Source: an optimization exercise on an open RTL-to-GDS flow (aim: small area and a short achievable clock period). Production flows keep margins and buffers that such runs may drop.
Function was checked by simulation only, so behaviour that the tests miss may differ from the original.

==> flow/design.v (outline; a module is shown in full before it is edited, if it fits) <==
// module burin_drain_fp: 1075 lines
module burin_drain_fp (
    input  wire        clk,
    input  wire        rst,
    input  wire        in_valid,
    input  wire        in_acc_fp,
    input  wire [31:0] in_acc,
    input  wire [31:0] in_scale,
    input  wire [2:0]  in_fmt,
    output reg         out_valid,
    output reg  [31:0] out_data,
    output reg         out_sat
);
  // ...
==> flow/flow/run.sh <==
#!/bin/bash
# Standard layout, with timing repair aimed at a setup slack margin: every repair step
# (floorplan, post-place, CTS, global route) works on paths whose slack at the design's
# clock period is below MARGIN ns. The constraints are the design's.
set -euo pipefail
MARGIN=$(cat flow/margin.txt)
bash standard.sh synth > synth_make.log 2>&1
bash standard.sh SETUP_SLACK_MARGIN=$MARGIN SKIP_GATE_CLONING=1 finish > layout_make.log 2>&1
==> flow/flow/margin.txt <==
17.0
==> flow/standard.sh <==
#!/bin/bash
# synth_recipe.tcl (not shown) runs the flow's synth.tcl, then flattens the netlist and writes it again
# the make line also repeats each setting of config.mk as NAME=value (left out here)
make -C /OpenROAD-flow-scripts/flow DESIGN_CONFIG=/design/flow/config.mk WORK_HOME=/design/flow/orfs CLKGATE_MAP_FILE= SYNTH_SCRIPT=/design/flow/synth_recipe.tcl "${@:-finish}"
==> flow/config.mk <==
export PLATFORM = sky130hd
export DESIGN_NAME = burin_drain_fp
export DESIGN_NICKNAME = burin_drain_fp
export VERILOG_FILES = /design/flow/design.v
export SDC_FILE = /design/flow/constraint.sdc
export NUM_CORES = 4
export LEC_CHECK = 0
export CAP_MARGIN = 20
export CORE_MARGIN = 2
export CORE_UTILIZATION = 40
export PLACE_DENSITY = 0.6
export SLEW_MARGIN = 20
==> flow/constraint.sdc <==
create_clock -name core_clock -period 23.0 [get_ports {clk}]
set_input_delay 4.6000 -clock core_clock [delete_from_list [all_inputs] [get_ports {clk}]]
set_output_delay 4.6000 -clock core_clock [all_outputs]
set_load 0.01 [all_outputs]
==> results.py, run 1 <==
metrics = {
    "global_routing": {
        "grtUsageMet3_pct": 4.179,
        "antenna_found_initial": 4,
        "top_usage_layer": "met2",
        "use_met2_pct": 42.05,
        "grt_pass1_vias": 29800,
    },
    "floorplan": {
        "die_h_um": 297.7,
        "fp.dieArea_sq_um": 88650,
        "taps": 1144,
        "die_width_um": 297.7,
    },
    "synth": {
        "syn_nets": 4423,
        "yosys.area_share.adder_pct": 23.15,
        "synthCells": 3903,
        "yosysMostFrequentCell": "inv_1",
        "syn-cell-area_sq_um": 34510,
        "synth_edf_count": 0,
        "postSynth.asyncResetShare_pct": 0,
    },
    "run_status": {
        "run_status": "no timing/DRC/antenna violations",
    },
    "worst_setup_path": {
        "worst-r2r-cell-count": 28,
        "r2r-start": "p_sh[0]",
        "critPathLaunch": "p_sh[0]",
    },
    "finish": {
        "antenna_cells": 0,
        "multi_input_area_share_pct": 66.67,
        "fin_nets": 4413,
        "drive_above_1_share_pct": 15.02,
        "final_area_sq_um": 39960,
        "top_regs": "c_x: 55 flops, p_prod: 55 flops, c_y: 54 flops",
        "final_common_cell": "inv_1",
        "buf_share_pct": 6.078,
    },
    "timing": {
        "clock.fmax_ghz": 0.1677,
        "hold-worst-slack_ns": 0.3215,
    },
    "detailed_routing": {
        "drt_iter0_markers": 2988,
        "wl_met2_mm": 54.41,
        "drt-met1-wl_mm": 46.19,
    },
    "clock_tree": {
        "ctsResizeCount": 120,
        "cts_buffer_depth": 3,
    },
    "run": {
        "drv_cap": 0,
    },
    "placement": {
        "placed_cell_area_sq_um": 36610,
        "dp_cells": 4909,
    },
    "min_path": {
        "worstHoldPathType": "flip-flop to flip-flop",
    },
}
==> inputs of run 2 (changes only) <==
==> flow/flow/run.sh (replaced) <==
#!/bin/bash
# Standard synthesis and layout. Timing repair (floorplan, post-place, CTS, global route)
# works on every path whose setup slack at the design's clock period is below the margin in
# flow/margin.txt, and may resize cells across footprints. The constraints are the design's.
set -euo pipefail
MARGIN=$(cat flow/margin.txt)
bash standard.sh synth > synth_make.log 2>&1
bash standard.sh SETUP_SLACK_MARGIN=$MARGIN MATCH_CELL_FOOTPRINT=0 SKIP_GATE_CLONING=1 finish > layout_make.log 2>&1
==> flow/flow/margin.txt (replaced) <==
17.5
==> run 2 against run 1 <==
Synthesized cell count stayed put; global-route usage is 0.14 points higher; critical path depth is 10 higher; fmax is 1.7% lower; worst setup slack worse by 0.10 ns; utilization is 1.9 points higher; flip-flop and latch count stayed put; wire length hardly changed; via count is 1.1% higher; final cell count is 1.8% higher; synthesized area stayed put; critical path type unchanged; critical endpoint is now out_data[14].
==> results.py, run 2 <==
metrics = {
    "run_status": {
        "run_status": "no timing/DRC/antenna violations",
    },
    "detailed_routing": {
        "vias_per_cell": 5.843,
        "antenna_left": 0,
        "drt-met1-wl_mm": 46.45,
        "drt_wl_total_mm": 115.5,
        "remaining_drc_errors": 0,
        "wl_met3_mm": 9.091,
        "top_layer_used": "met4",
        "drt_iter0_markers": 2936,
        "wl_met2_mm": 54.04,
        "via_count": 30120,
        "dr.pass1.iters": 6,
        "wire_per_inst_um": 22.41,
    },
    "worst_setup_path": {
        "worstPathArrival_ns": 6.51,
        "r2r_end": "out_data[14]",
        "end_kind": "flip-flop",
        "crit_path_top_delay_cell": "mux4_2",
        "worst-r2r-cell-count": 38,
        "rrSetupSlack_ns": 16.93,
        "start_kind": "flip-flop",
        "slowest_delay_ns": 0.50,
        "worstPathRequired_ns": 23.45,
        "crit_top_cell": "buf_4",
        "critPathKind": "flip-flop to flip-flop",
        "r2r-start": "p_sh[0]",
        "critPathMaxFanout": 7,
    },
    "min_path": {
        "whs_endpoint": "p_fmt[0]",
        "worstHoldPathType": "flip-flop to flip-flop",
        "hold_depth": 0,
        "hp-start": "c_fmt[0]",
    },
    "finish": {
        "antenna_cells": 0,
        "top_regs": "c_x: 55 flops, p_prod: 55 flops, c_y: 54 flops",
        "syn_to_final_growth_pct": 20.50,
        "final_common_cell": "inv_1",
        "drive_above_1_share_pct": 20.59,
        "fin_nets": 4505,
        "fin_util_pct": 48.76,
        "layout_common_cells": "445 x inv_1, 368 x xnor2_1, 344 x a22oi_1",
    },
    "timing": {
        "period_share_pct": 26.37,
        "finalSetupViolCount": 0,
        "slew_headroom_pct": 23.17,
        "finalCriticalPeriod_ns": 6.066,
        "worst_slew_pin_slew_ns": 1.152,
        "rsz0062_at_grt": "yes",
        "hold_violations": 0,
        "clock.fmax_ghz": 0.1648,
        "timing.final.max_slew_violations": 0,
        "setup-tns-final_ns": 0,
        "finClkSkew_ns": 0.03736,
    },
    "clock_tree": {
        "clkLatencyLatePin_ns": 0.60,
        "htreeDepth": 2,
        "cts-buffers-inserted": 40,
        "cts.sinks": 318,
        "clkTransAtPathRegs_ns": 0.06,
        "root_buffer": "clkbuf_16",
        "cts_buffer_depth": 3,
        "cts_tree": "done",
    },
    "floorplan": {
        "die_h_um": 297.7,
        "start_util_pct": 40.47,
        "row_count": 107,
        "io_pins": 105,
        "fp.dieArea_sq_um": 88650,
        "die_width_um": 297.7,
        "core_sq_um": 85280,
    },
    "synth": {
        "yosysWarnings": 1,
        "synth.top_cell.area_share_pct": 18.45,
        "synth-main-ff-cell": "dfxtp_1",
        "ys_types": 100,
        "syn_nets": 4423,
        "synthCells": 3903,
        "ys_seq_area_share_pct": 18.45,
        "postSynth.asyncResetShare_pct": 0,
        "synth_edf_count": 0,
        "yosysTopAreaCell": "dfxtp_1",
        "synthTopCellsByCount": "449 x inv_1, 375 x xnor2_1, 346 x a22oi_1, 318 x dfxtp_1, 312 x fa_1",
        "syn_avg_cell_area_sq_um": 8.842,
        "yosys_register_bits": 318,
        "synth_area_leaders": "dfxtp_1 18%, fa_1 18%, xnor2_1 9.5%",
        "syn-cell-area_sq_um": 34510,
        "yosysMostFrequentCell": "inv_1",
    },
    "global_routing": {
        "grt_pass1_vias": 30590,
        "grt_start_max_net_pins": 61,
        "grt_first_pass_wirelength_mm": 178.3,
        "grt_usage_pct": 25.38,
        "antenna_found_initial": 3,
        "grt.overflow.total": 0,
    },
    "run": {
        "drv_cap": 0,
    },
    "placement": {
        "place.gp.congestion": 0.9424,
        "portBuffers": 104,
        "dp_hpwl_mm": 77.62,
    },
}
run 2: stage by stage:
stage	instance area, sq um	hold slack [ns]	setup WS (ns)	std cells
2_1_floorplan	34750	0.3096	17.43	3903
3_5_place_dp	36710	0.3121	15.85	4909
5_1_grt	41590	0.3315	16.82	5156
6_report	41590	0.3246	16.93	5156
3_3_place_gp	36680	0.3103	15.77	4908
4_1_cts	40640	0.3252	17.11	5115
run 2: cells by family after synthesis:
family	synth area share, %
AO/OA/AOI/OAI	18.12
XOR/XNOR	12.69
adder cells (fa/ha/maj)	23.15
buffers and inverters	8.643
flip-flops	18.45
multiplexers	7.352
AND/OR/NAND/NOR	11.60
run 2: area by class of cell:
class / count / area [sq um]
inverter: 459 / 1744
clock buffer: 48 / 1101
tap: 1144 / 1431
clock inverter: 21 / 365.4
multi-input combinational: 2817 / 27340
fill: 7984 / 43690
sequential: 318 / 6412
timing repair buffer: 349 / 3188
run 2: what timing repair did:
item	in CTS	in global routing
resized for setup	428	139
setup endpoints to repair	142	94
pin swaps	85	76
setup buffers	137	41
hold buffers	0	0
run 2: how the worst max path moves through the flow:
| stage | startpoint | end | slack, ns | cells after the start |
|---|---|---|---|---|
| floorplan | p_sh[0] | out_data[7] | 17.43 | 29 |
| global placement | r_fp | c_y[31] | 15.77 | 14 |
| detailed placement | p_sh[0] | out_data[7] | 15.85 | 25 |
| CTS | p_sh[0] | out_data[7] | 17.11 | 27 |
| global route | p_sh[0] | out_data[14] | 16.82 | 38 |
| finish | p_sh[0] | out_data[14] | 16.93 | 38 |
run 2: routing by layer:
layer,up-vias,GRT usage (%)
met5,-,0
met1,14780,32.21
met3,386,4.310
met2,1478,41.92
li1,13480,-
met4,0,12.17
run 2: critical path: cells and delay by family (launching register included):
kind                   cells  cell delay [ns]
buffers and inverters     28             3.24
multiplexers               3             0.96
AND/OR/NAND/NOR            3             0.69
AO/OA/AOI/OAI              3             0.45
flip-flops                 1             0.38
XOR/XNOR                   1             0.16
==> inputs of run 3 (changes only) <==
==> flow/run.sh (new file) <==
#!/bin/bash
# synth_recipe.tcl (not shown) runs the flow's synth.tcl, then flattens the netlist and writes it again
# the make line also repeats each setting of config.mk as NAME=value (left out here)
make -C /OpenROAD-flow-scripts/flow DESIGN_CONFIG=/design/flow/config.mk WORK_HOME=/design/flow/orfs CLKGATE_MAP_FILE= SYNTH_SCRIPT=/design/flow/synth_recipe.tcl finish
removed: flow/flow/run.sh
removed: flow/flow/margin.txt
removed: flow/standard.sh
==> run 3 against run 2 <==
Utilization decreased by 4.2 points; sequential share of layout area up 1.4 points; global-route usage decreased by 0.78 points; final area down 8.7%; synthesized area stayed put; synthesized cell count unchanged; clock-buffer cell count rose by 1; worst setup slack worse by 1.5 ns; non-clock buffer count shrank 175; critical endpoint is now out_data[7]; largest cell class unchanged; highest routed layer is now met5.
==> results.py, run 3 <==
metrics = {
    "run_status": {
        "run_status": "no timing/DRC/antenna violations",
    },
    "synth": {
        "syn-cell-area_sq_um": 34510,
        "synth.top_cell.area_share_pct": 18.45,
        "yosys_register_bits": 318,
        "syn_nets": 4423,
        "synth-main-ff-cell": "dfxtp_1",
        "syn_avg_cell_area_sq_um": 8.842,
        "ys_types": 100,
        "ys_seq_area_share_pct": 18.45,
        "synthTopCellsByCount": "449 x inv_1, 375 x xnor2_1, 346 x a22oi_1, 318 x dfxtp_1, 312 x fa_1",
        "yosysWarnings": 1,
        "synth_edf_count": 0,
        "yosysMostFrequentCell": "inv_1",
        "postSynth.asyncResetShare_pct": 0,
        "synthCells": 3903,
        "yosysTopAreaCell": "dfxtp_1",
        "synth_area_leaders": "dfxtp_1 18%, fa_1 18%, xnor2_1 9.5%",
    },
    "worst_setup_path": {
        "critPathTopFamily": "compound AO/OA/AOI/OAI gates",
        "end_kind": "flip-flop",
        "crit_top_cell": "nand2_1",
        "path_buf_inv": 3,
        "worstPathArrival_ns": 7.97,
        "crit_path_top_delay_cell": "a2111oi_0",
        "critPathKind": "flip-flop to flip-flop",
        "critPathMaxFanout": 59,
        "slowest_delay_ns": 0.67,
        "worstPathRequired_ns": 23.45,
        "start_kind": "flip-flop",
    },
    "clock_tree": {
        "cts_buffer_depth": 3,
        "clkLatencyLatePin_ns": 0.61,
        "htreeDepth": 2,
        "ctsResizeCount": 0,
        "root_buffer": "clkbuf_16",
        "clkTransAtPathRegs_ns": 0.06,
        "cts-buffers-inserted": 40,
        "cts_hold_buf": 0,
        "cts.sinks": 318,
        "cts_tree": "done",
        "post_cts_buffers": 0,
    },
    "run": {
        "drv_cap": 0,
    },
    "detailed_routing": {
        "wire_per_inst_um": 22.29,
        "remaining_drc_errors": 0,
        "via_count": 29520,
        "dr.pass1.iters": 6,
        "drt_iter0_markers": 2995,
        "antenna_left": 0,
        "vias_per_cell": 5.924,
        "drt_wl_total_mm": 111.0,
    },
    "placement": {
        "dp_cells": 4911,
        "place.gp.congestion": 0.9531,
        "portBuffers": 104,
        "placed_cell_area_sq_um": 36600,
        "dp_hpwl_mm": 77.27,
    },
    "timing": {
        "period_share_pct": 32.68,
        "setup-tns-final_ns": 0,
        "rsz0062_at_grt": "no",
        "timing.final.max_slew_violations": 0,
        "worst_slew_pin_slew_ns": 1.182,
        "slew_headroom_pct": 19.51,
        "hold_violations": 0,
        "clock.fmax_ghz": 0.1330,
        "finalCriticalPeriod_ns": 7.517,
        "finClkSkew_ns": 0.03848,
        "hold-worst-slack_ns": 0.3227,
        "finalSetupViolCount": 0,
    },
    "finish": {
        "drive_above_1_share_pct": 8.674,
        "final_area_sq_um": 37960,
        "fin_nets": 4330,
        "layout_common_cells": "449 x inv_1, 375 x xnor2_1, 346 x a22oi_1",
        "antenna_cells": 0,
        "syn_to_final_growth_pct": 9.999,
        "top_regs": "c_x: 55 flops, p_prod: 55 flops, c_y: 54 flops",
        "instances_no_fill": 4983,
        "final_common_cell": "inv_1",
    },
    "global_routing": {
        "grt_start_max_net_pins": 61,
        "grt_first_pass_wirelength_mm": 172.1,
        "antenna_found_initial": 1,
        "grt_usage_pct": 24.60,
        "grt.overflow.total": 0,
        "grt_pass1_vias": 29230,
    },
    "floorplan": {
        "start_util_pct": 40.47,
        "die_h_um": 297.7,
        "fp.dieArea_sq_um": 88650,
        "io_pins": 105,
        "row_count": 107,
        "core_sq_um": 85280,
        "die_width_um": 297.7,
    },
    "min_path": {
        "worstHoldPathType": "flip-flop to flip-flop",
    },
}
run 3: cell counts after synthesis:
No cell type changed its count.
run 3: cells by family after synthesis:
group	after synthesis	synth area share (%)
AOI/OAI and AO/OA	895	18.12
and+or+nand+nor	817	11.60
buffers and inverters	768	8.643
xor gates and xnor gates	500	12.69
adders and majority gates	452	23.15
DFF	318	18.45
muxes	153	7.352
run 3: path summary, 6_finish.rpt:
kind | start | depth (start not counted) | endpoint | slack (ns)
worst min register to register | c_fmt[2] | 0 | p_fmt[2] | 0.32
worst min-delay path | c_fmt[2] | 0 | p_fmt[2] | 0.32
worst max-delay path | p_sh[2] | 27 | out_data[7] | 15.48
worst max register to register | p_sh[2] | 27 | out_data[7] | 15.48
run 3: cell type report:
class                   instances  area, sq um
clock buffers                  49         1095
inverters                     459         1725
fillers                      8352        47320
clock inverters                22        242.7
flip-flops and latches        318         6382
repair buffers                174         1587
well taps                    1144         1431
multi-input cells            2817        25500
run 3: stage by stage:
| step | util (%) | worst slack, ns |
|---|---|---|
| after global placement | 42.91 | 15.50 |
| after CTS | 44.48 | 15.51 |
| final | 44.52 | 15.48 |
| after global routing | 44.52 | 14.97 |
| after detailed placement | 42.91 | 15.50 |
| after floorplan | - | 16.84 |
run 3: per-layer routing:
metal	global-route usage [%]	wire length (um)	share of wire, %
met1	32.10	45050	41
met2	39.95	50880	46
met3	4.784	10240	9.2
met4	9.981	4862	4.4
met5	0	10	0.0090
run 3: worst reg2reg max path: cells and delay by family (launching register included):
| family | cells | cell delay (ns) |
|---|---|---|
| flip-flops | 1 | 0.30 |
| adder cells (fa/ha/maj) | 2 | 0.77 |
| multiplexers | 2 | 0.77 |
| AO/OA/AOI/OAI | 8 | 2.28 |
| AND/OR/NAND/NOR | 10 | 1.83 |
| XOR/XNOR | 2 | 0.48 |
| buffers and inverters | 3 | 0.95 |

## re-timing with driven ports
How much do the figures lean on ideal ports? The routed layouts below were timed once more, with nothing changed but the port constraints. Step 1, drivers: a clkbuf_16 drives clk and a buf_2 each remaining input, both assumed. Step 2 moves the port delays by t, midway between the first and last clock arrival at a register: inputs arrive t later, outputs are due t later. That takes back most of the time a late clock gives input paths. Three values: no drivers, after step 1, after step 2; two values: the first two.
run | shift t [ns] | slack for setup (ns) | clock arrival spread, ns | worst register clock-pin slew, ns | cell pins on the clock port's net
run 1 | 0.652 | 17.036 / 17.036 / 17.036 | 0.021 / 0.022 | 0.08 / 0.08 | 1
run 2 | 0.649 | 16.934 / 16.934 / 16.934 | 0.042 / 0.042 | 0.07 / 0.07 | 1
run 3 | 0.653 | 15.484 / 15.484 / 15.484 | 0.042 / 0.042 | 0.08 / 0.08 | 1
After both steps every run listed still meets setup and hold.
